What follows belongs to an exercise in optimizing a design on an open flow for small area, a short achievable clock period and few clock cycles per item; a production flow would make more cautious choices.
Power and IR drop assume default switching activity.

==> job 4832 <==
Design rec_check, start of the top module:
module rec_check (
    input  wire         clk,
    input  wire         rst,           
    input  wire         in_valid,
    output wire         in_ready,
    input  wire [31:0]  in_data,
    output reg          out_valid,
    input  wire         out_ready,
    output wire [7:0]   out_status,
    output wire [31:0]  out_detail,
    output reg  [15:0]  out_seq,
    output reg  [9:0]   out_chan,
    output reg  [5:0]   out_act,
    input  wire         seqchk,        
    input  wire         expseq_wr,     
    input  wire [15:0]  expseq_din,
    input  wire [15:0]  shim_en,       
    input  wire [15:0]  shim_hard,     
    input  wire [15:0]  shim_soft,     
    input  wire [15:0]  shim_time,     
    input  wire [15:0]  shim_angle,    
    input  wire [15:0]  shim_pos,      
    input  wire [127:0] sincos
);
    reg  [2:0]  wcnt;
    reg  [31:0] crc;           
    reg  [31:0] prev;          
    reg  [15:0] expseq;
    reg  [1:0]  cls, dom;
    reg         sc;            
    reg         bad2;          
    reg  [2:0]  off;           
    reg         crcbad;
    reg         seqbad;
    wire take = in_valid && in_ready;
    assign in_ready = !out_valid || out_ready;
    wire w0 = (wcnt == 3'd0);
    wire w1 = (wcnt == 3'd1);
    wire w2 = (wcnt == 3'd2);
    wire w3 = (wcnt == 3'd3);
    wire w4 = (wcnt == 3'd4);
    wire w5 = (wcnt == 3'd5);
    wire w6 = (wcnt == 3'd6);
    wire w7 = (wcnt == 3'd7);
    wire [31:0] d = in_data;
    wire        dnz = (d != 32'd0);
    wire [31:0] crc_x = d ^ (crc | {32{w0}});
    wire [31:0] x = crc_x;
    wire [31:0] fx;
    wire cx32 = x[6] ^ x[15];
  ...
clock: 6.0 ns
lec_check: 0
cap_margin: 20
core_margin: 2
core_utilization: 40
slew_margin: 20
run.sh (not shown) runs the stock make flow with config.mk's settings and CLKGATE_MAP_FILE= SYNTH_SCRIPT=/design/flow/synth_recipe.tcl, a recipe that flattens the netlist after the stock synthesis.
==> job 8633: changes against job 4832 <==
--- a/flow/design.v
+++ b/flow/design.v
@@ -19,14 +19,15 @@
     input  wire [15:0]  shim_soft,     
     input  wire [15:0]  shim_time,     
     input  wire [15:0]  shim_angle,    
     input  wire [15:0]  shim_pos,      
     input  wire [127:0] sincos
 );
     reg  [2:0]  wcnt;
+    reg         first;         
     reg  [31:0] crc;           
     reg  [31:0] prev;          
     reg  [15:0] expseq;
     reg  [1:0]  cls, dom;
     reg         sc;            
     reg         bad2;          
     reg  [2:0]  off;           
@@ -40,15 +41,15 @@
     wire w3 = (wcnt == 3'd3);
     wire w4 = (wcnt == 3'd4);
     wire w5 = (wcnt == 3'd5);
     wire w6 = (wcnt == 3'd6);
     wire w7 = (wcnt == 3'd7);
     wire [31:0] d = in_data;
     wire        dnz = (d != 32'd0);
-    wire [31:0] crc_x = d ^ (crc | {32{w0}});
+    wire [31:0] crc_x = d ^ (crc | {32{first}});
     wire [31:0] x = crc_x;
     wire [31:0] fx;
     wire cx32 = x[6] ^ x[15];
     wire cx33 = x[0] ^ x[23];
     wire cx34 = x[1] ^ x[20];
     wire cx35 = x[2] ^ x[25];
     wire cx36 = x[10] ^ x[26];
@@ -301,49 +302,48 @@
     wire [1:0] dom_i = d[25:24];
     wire [7:0] src_i = d[23:16];
     wire chk0 = (d[31:28] != 4'd1) || (cls_i == 2'b11) || (dom_i == 2'b11) ||
                 (dom_i == 2'b00 && src_i != 8'd0) ||
                 (dom_i == 2'b01 && src_i[7:4] != 4'd0) ||
                 (dom_i == 2'b10 && src_i[7]);
     wire [5:0] act_i = d[21:16];
-    wire hs   = !cls[0];                        
-    wire tdom = (dom == 2'b00);
-    wire [3:0] sn = act_i[3:0];
+    wire chk1 = (d[15:5] != 11'd0) || (d[1:0] == 2'b11) ||
+                (d[1:0] != 2'b00 && dom != 2'b10);
+    wire [5:0] act = out_act;
+    wire hs    = !cls[0];                       
+    wire tdom  = (dom == 2'b00);
+    wire a3f   = (act == 6'h3F);
+    wire a45   = (act[5:1] == 5'b00010);
+    wire a45x  = a45 && !tdom;                  
+    wire a06   = (act == 6'h06);
+    wire a07   = (act == 6'h07);
+    wire a08   = (act == 6'h08);
+    wire shim  = (act[5:4] == 2'b10);
+    wire p0    = (act[5:2] == 4'd0) || (act == 6'h09);    
+    wire win   = (cls == 2'b01);
     wire [15:0] shim_v = shim_en &
                          ((cls[1] ? shim_soft : shim_hard)) &
                          (dom[1] ? shim_pos : (dom[0] ? shim_angle : shim_time));
-    wire shim_ok = shim_v[sn];
+    wire shim_ok = shim_v[act[3:0]];
     reg shape_ok;
     always @(*) begin
-        case (act_i)
+        case (act)
             6'h01, 6'h02, 6'h03, 6'h06, 6'h07: shape_ok = 1'b1;
             6'h04, 6'h05: shape_ok = tdom || hs;
             6'h08: shape_ok = hs && !tdom;
             6'h09: shape_ok = hs;
             6'h20, 6'h21, 6'h22, 6'h23, 6'h24, 6'h25, 6'h26, 6'h27,
             6'h28, 6'h29, 6'h2A, 6'h2B, 6'h2C, 6'h2D, 6'h2E, 6'h2F:
                 shape_ok = shim_ok;
             6'h3F: shape_ok = tdom && cls == 2'b10;
             default: shape_ok = 1'b0;
         endcase
     end
-    wire win_bad = (cls == 2'b01) && (!tdom || act_i == 6'd0 || act_i > 6'h07);
-    wire chk1 = (d[15:5] != 11'd0) || (d[1:0] == 2'b11) ||
-                (d[1:0] != 2'b00 && dom != 2'b10) || !shape_ok || win_bad;
-    wire [5:0] act = out_act;
-    wire a3f   = (act == 6'h3F);
-    wire a45   = (act[5:1] == 5'b00010);
-    wire a45x  = a45 && !tdom;                  
-    wire a06   = (act == 6'h06);
-    wire a07   = (act == 6'h07);
-    wire a08   = (act == 6'h08);
-    wire shim  = (act[5:4] == 2'b10);
-    wire p0    = (act[5:2] == 4'd0) || (act == 6'h09);    
-    wire win   = (cls == 2'b01);
-    wire chk2 = a3f && dnz;
+    wire win_bad = win && (!tdom || act == 6'd0 || act > 6'h07);
+    wire chk2 = (a3f && dnz) || !shape_ok || win_bad;
     wire chk3 = (dom == 2'b01 && dnz) || (dom == 2'b10 && d[31:12] != 20'd0) || (a3f && dnz);
     wire chk4 = dnz && !win && !(a08 || a45x || shim);
     wire chk5 = dnz && !(a45x || a06 || shim);
     wire chk6 = (p0 && dnz) ||
                 (a06 && (d[1:0] == 2'b00 || d[31:2] != 30'd0)) ||
                 (a07 && d[31:6] != 26'd0);
     reg chk;
@@ -386,19 +386,21 @@
     assign out_detail[27:16] = crcbad ? ~crc[27:16] : 12'd0;
     assign out_detail[15:5]  = crcbad ? ~crc[15:5] : (sel_seq ? expseq[15:5] : 11'd0);
     assign out_detail[4:2]   = crcbad ? ~crc[4:2] : (sel_seq ? expseq[4:2] : (st_bnd ? off : 3'd0));
     assign out_detail[1:0]   = crcbad ? ~crc[1:0] : (sel_seq ? expseq[1:0] : 2'd0);
     always @(posedge clk) begin
         if (rst) begin
             wcnt      <= 3'd0;
+            first     <= 1'b1;
             out_valid <= 1'b0;
             expseq    <= 16'd0;
         end else begin
             if (take) begin
-                wcnt <= wcnt + 3'd1;
+                wcnt  <= wcnt + 3'd1;
+                first <= w7;
                 if (w7)
                     out_valid <= 1'b1;
             end
             if (out_valid && out_ready) begin
                 if (!take || !w7)
                     out_valid <= 1'b0;
                 if (seqchk && !crcbad)
==> flow/flow/run.sh (new file) <==
#!/bin/bash
set -euo pipefail
export BUFFER_PORTS_ARGS="-buffer_cell sky130_fd_sc_hd__buf_1"
bash standard.sh > standard.log 2>&1
==> flow/standard.sh (new file) <==
#!/bin/bash
# synth_recipe.tcl (not shown) runs the flow's synth.tcl, then flattens the netlist and writes it again
# the make line also repeats each setting of config.mk as NAME=value (left out here)
make -C /OpenROAD-flow-scripts/flow DESIGN_CONFIG=/design/flow/config.mk WORK_HOME=/design/flow/orfs CLKGATE_MAP_FILE= SYNTH_SCRIPT=/design/flow/synth_recipe.tcl "${@:-finish}"
removed: flow/run.sh
==> job 5924: changes against job 4832 <==
--- a/flow/design.v
+++ b/flow/design.v
@@ -19,14 +19,15 @@
     input  wire [15:0]  shim_soft,     
     input  wire [15:0]  shim_time,     
     input  wire [15:0]  shim_angle,    
     input  wire [15:0]  shim_pos,      
     input  wire [127:0] sincos
 );
     reg  [2:0]  wcnt;
+    reg         first;         
     reg  [31:0] crc;           
     reg  [31:0] prev;          
     reg  [15:0] expseq;
     reg  [1:0]  cls, dom;
     reg         sc;            
     reg         bad2;          
     reg  [2:0]  off;           
@@ -40,15 +41,15 @@
     wire w3 = (wcnt == 3'd3);
     wire w4 = (wcnt == 3'd4);
     wire w5 = (wcnt == 3'd5);
     wire w6 = (wcnt == 3'd6);
     wire w7 = (wcnt == 3'd7);
     wire [31:0] d = in_data;
     wire        dnz = (d != 32'd0);
-    wire [31:0] crc_x = d ^ (crc | {32{w0}});
+    wire [31:0] crc_x = d ^ (crc | {32{first}});
     wire [31:0] x = crc_x;
     wire [31:0] fx;
     wire cx32 = x[6] ^ x[15];
     wire cx33 = x[0] ^ x[23];
     wire cx34 = x[1] ^ x[20];
     wire cx35 = x[2] ^ x[25];
     wire cx36 = x[10] ^ x[26];
@@ -301,49 +302,48 @@
     wire [1:0] dom_i = d[25:24];
     wire [7:0] src_i = d[23:16];
     wire chk0 = (d[31:28] != 4'd1) || (cls_i == 2'b11) || (dom_i == 2'b11) ||
                 (dom_i == 2'b00 && src_i != 8'd0) ||
                 (dom_i == 2'b01 && src_i[7:4] != 4'd0) ||
                 (dom_i == 2'b10 && src_i[7]);
     wire [5:0] act_i = d[21:16];
-    wire hs   = !cls[0];                        
-    wire tdom = (dom == 2'b00);
-    wire [3:0] sn = act_i[3:0];
-    wire [15:0] shim_v = shim_en &
-                         ((cls[1] ? shim_soft : shim_hard)) &
-                         (dom[1] ? shim_pos : (dom[0] ? shim_angle : shim_time));
-    wire shim_ok = shim_v[sn];
+    wire chk1 = (d[15:5] != 11'd0) || (d[1:0] == 2'b11) ||
+                (d[1:0] != 2'b00 && dom != 2'b10);
+    wire [5:0] act = out_act;
+    wire hs    = !cls[0];                       
+    wire tdom  = (dom == 2'b00);
+    wire a3f   = (act == 6'h3F);
+    wire a45   = (act[5:1] == 5'b00010);
+    wire a45x  = a45 && !tdom;                  
+    wire a06   = (act == 6'h06);
+    wire a07   = (act == 6'h07);
+    wire a08   = (act == 6'h08);
+    wire shim  = (act[5:4] == 2'b10);
+    wire p0    = (act[5:2] == 4'd0) || (act == 6'h09);    
+    wire win   = (cls == 2'b01);
+    wire [3:0] sn = act[3:0];
+    wire shim_ok = shim_en[sn] &
+                   (cls[1] ? shim_soft[sn] : shim_hard[sn]) &
+                   (dom[1] ? shim_pos[sn] : (dom[0] ? shim_angle[sn] : shim_time[sn]));
     reg shape_ok;
     always @(*) begin
-        case (act_i)
+        case (act)
             6'h01, 6'h02, 6'h03, 6'h06, 6'h07: shape_ok = 1'b1;
             6'h04, 6'h05: shape_ok = tdom || hs;
             6'h08: shape_ok = hs && !tdom;
             6'h09: shape_ok = hs;
             6'h20, 6'h21, 6'h22, 6'h23, 6'h24, 6'h25, 6'h26, 6'h27,
             6'h28, 6'h29, 6'h2A, 6'h2B, 6'h2C, 6'h2D, 6'h2E, 6'h2F:
                 shape_ok = shim_ok;
             6'h3F: shape_ok = tdom && cls == 2'b10;
             default: shape_ok = 1'b0;
         endcase
     end
-    wire win_bad = (cls == 2'b01) && (!tdom || act_i == 6'd0 || act_i > 6'h07);
-    wire chk1 = (d[15:5] != 11'd0) || (d[1:0] == 2'b11) ||
-                (d[1:0] != 2'b00 && dom != 2'b10) || !shape_ok || win_bad;
-    wire [5:0] act = out_act;
-    wire a3f   = (act == 6'h3F);
-    wire a45   = (act[5:1] == 5'b00010);
-    wire a45x  = a45 && !tdom;                  
-    wire a06   = (act == 6'h06);
-    wire a07   = (act == 6'h07);
-    wire a08   = (act == 6'h08);
-    wire shim  = (act[5:4] == 2'b10);
-    wire p0    = (act[5:2] == 4'd0) || (act == 6'h09);    
-    wire win   = (cls == 2'b01);
-    wire chk2 = a3f && dnz;
+    wire win_bad = win && (!tdom || act == 6'd0 || act > 6'h07);
+    wire chk2 = (a3f && dnz) || !shape_ok || win_bad;
     wire chk3 = (dom == 2'b01 && dnz) || (dom == 2'b10 && d[31:12] != 20'd0) || (a3f && dnz);
     wire chk4 = dnz && !win && !(a08 || a45x || shim);
     wire chk5 = dnz && !(a45x || a06 || shim);
     wire chk6 = (p0 && dnz) ||
                 (a06 && (d[1:0] == 2'b00 || d[31:2] != 30'd0)) ||
                 (a07 && d[31:6] != 26'd0);
     reg chk;
@@ -358,15 +358,21 @@
             3'd6: chk = bad2 || chk6;
             default: chk = bad2;
         endcase
     end
     wire m12  = (dom == 2'b10) && (d[11:0] != 12'd0) && !sc;
     wire f16z = a08 && !dnz;
     wire f20z = (a45x || a06) && !dnz;
-    wire gt   = a45x && (prev > d);
+    wire [32:0] gt_c;
+    assign gt_c[0] = 1'b0;
+    genvar gi;
+    generate for (gi = 0; gi < 32; gi = gi + 1) begin : g_gt
+        assign gt_c[gi+1] = (prev[gi] & ~d[gi]) | ((prev[gi] | ~d[gi]) & gt_c[gi]);
+    end endgenerate
+    wire gt   = a45x && gt_c[32];
     wire parz = ((a45 && tdom) || a08 || a3f) && !dnz;
     reg [2:0] off_n;
     always @(*) begin
         off_n = off;
         if (w3)
             off_n = m12 ? 3'b011 : 3'b000;
         else if (!off[2]) begin
@@ -386,19 +392,21 @@
     assign out_detail[27:16] = crcbad ? ~crc[27:16] : 12'd0;
     assign out_detail[15:5]  = crcbad ? ~crc[15:5] : (sel_seq ? expseq[15:5] : 11'd0);
     assign out_detail[4:2]   = crcbad ? ~crc[4:2] : (sel_seq ? expseq[4:2] : (st_bnd ? off : 3'd0));
     assign out_detail[1:0]   = crcbad ? ~crc[1:0] : (sel_seq ? expseq[1:0] : 2'd0);
     always @(posedge clk) begin
         if (rst) begin
             wcnt      <= 3'd0;
+            first     <= 1'b1;
             out_valid <= 1'b0;
             expseq    <= 16'd0;
         end else begin
             if (take) begin
-                wcnt <= wcnt + 3'd1;
+                wcnt  <= wcnt + 3'd1;
+                first <= w7;
                 if (w7)
                     out_valid <= 1'b1;
             end
             if (out_valid && out_ready) begin
                 if (!take || !w7)
                     out_valid <= 1'b0;
                 if (seqchk && !crcbad)
==> flow/flow/run.sh (new file) <==
#!/bin/bash
set -euo pipefail
export BUFFER_PORTS_ARGS="-buffer_cell sky130_fd_sc_hd__buf_1"
bash standard.sh > standard.log 2>&1
==> flow/standard.sh (new file) <==
#!/bin/bash
# synth_recipe.tcl (not shown) runs the flow's synth.tcl, then flattens the netlist and writes it again
# the make line also repeats each setting of config.mk as NAME=value (left out here)
make -C /OpenROAD-flow-scripts/flow DESIGN_CONFIG=/design/flow/config.mk WORK_HOME=/design/flow/orfs CLKGATE_MAP_FILE= SYNTH_SCRIPT=/design/flow/synth_recipe.tcl "${@:-finish}"
SETUP_SLACK_MARGIN = 2.8   (was default)
removed: flow/run.sh
==> run notes <==
Cell count: job 4832 < job 5924 < job 8633.
In job 8633 the hold slack is higher than in job 5924, by 28 ps.
Fmax: job 4832 < job 8633 < job 5924.
Against job 4832, the register-to-register slack of job 8633 is higher by 480 ps.
Clock power: job 4832 is larger than job 5924 (about 10%).
Of job 4832 and job 8633, job 4832 has the higher final area (gap 15%, measured against job 8633).
Core utilization: job 8633 < job 5924 < job 4832.
Routed wire length, highest first: job 4832, job 5924, job 8633.
Sequential share of layout area: job 4832 < job 8633 < job 5924.
==> figures <==
Status: job 4832 finished clean; job 5924 finished clean; job 8633 finished clean
Vias in the first global route: job 4832 9859; job 5924 9463; job 8633 9607
Tcrit/Tclk final: job 4832 0.693; job 5924 0.551; job 8633 0.616
Pre-CTS setup slack: job 4832 1420 ps; job 5924 1820 ps; job 8633 1730 ps
Detail-routed via count per cell: job 4832 5.33; job 5924 5.39; job 8633 5.33
Initial core utilization: job 4832 0.403; job 5924 0.407; job 8633 0.407
Nets: job 4832 1727; job 5924 1711; job 8633 1739
Buffers and inverters on the worst path: job 4832 2; job 5924 1; job 8633 2
Leakage power of the design: job 4832 5.66 nW; job 5924 4.67 nW; job 8633 4.78 nW
Power dissipated in sequential cells: job 4832 0.00178 W; job 5924 0.00168 W; job 8633 0.00170 W
Via count: job 4832 9610; job 5924 9782; job 8633 9672
Unique masters post-synth: job 4832 65; job 5924 71; job 8633 63
Slew Limit Headroom: job 4832 0.323; job 5924 0.309; job 8633 0.263
Proportion of netlist area held by the largest area contributor: job 4832 0.277; job 5924 0.282; job 8633 0.272
Switch Pwr: job 4832 0.00353 W; job 5924 0.00282 W; job 8633 0.00281 W
Insertion delay of the later-clocked pin in the worst-skew pair: job 4832 430 ps; job 5924 430 ps; job 8633 440 ps
Violation count after the first detailed-routing iteration: job 4832 819; job 5924 812; job 8633 782
Util after Layout: job 4832 0.557; job 5924 0.495; job 8633 0.481
Worst-Margin Slew: job 4832 1010 ps; job 5924 1040 ps; job 8633 1110 ps
No run of this note included a check of the RTL's function; only the layout flow was run.

==> what the ideal ports hide <==
How much do the figures lean on ideal ports? The routed layouts below were timed once more, with nothing changed but the port constraints.
Step 1, drivers: a clkbuf_16 drives clk and a buf_2 each remaining input, both assumed.
Step 2 moves the port delays by t, midway between the first and last clock arrival at a register: inputs arrive t later, outputs are due t later. That takes back most of the time a late clock gives input paths.
Slacks: no drivers / after step 1 / after step 2; pairs: no drivers / after step 1.
run	t, ns	setup slack, ns	worst setup path after step 2
job 4832	0.472	1.843 / 1.844 / 1.372	input to register
job 8633	0.483	2.304 / 2.327 / 1.843	input to register
job 5924	0.466	2.694 / 2.718 / 2.252	input to register
After both steps every run listed still meets setup and hold. For job 4832, which loses most, drivers alone change the setup slack by +0.001 ns; drivers and shift together by -0.471 ns.
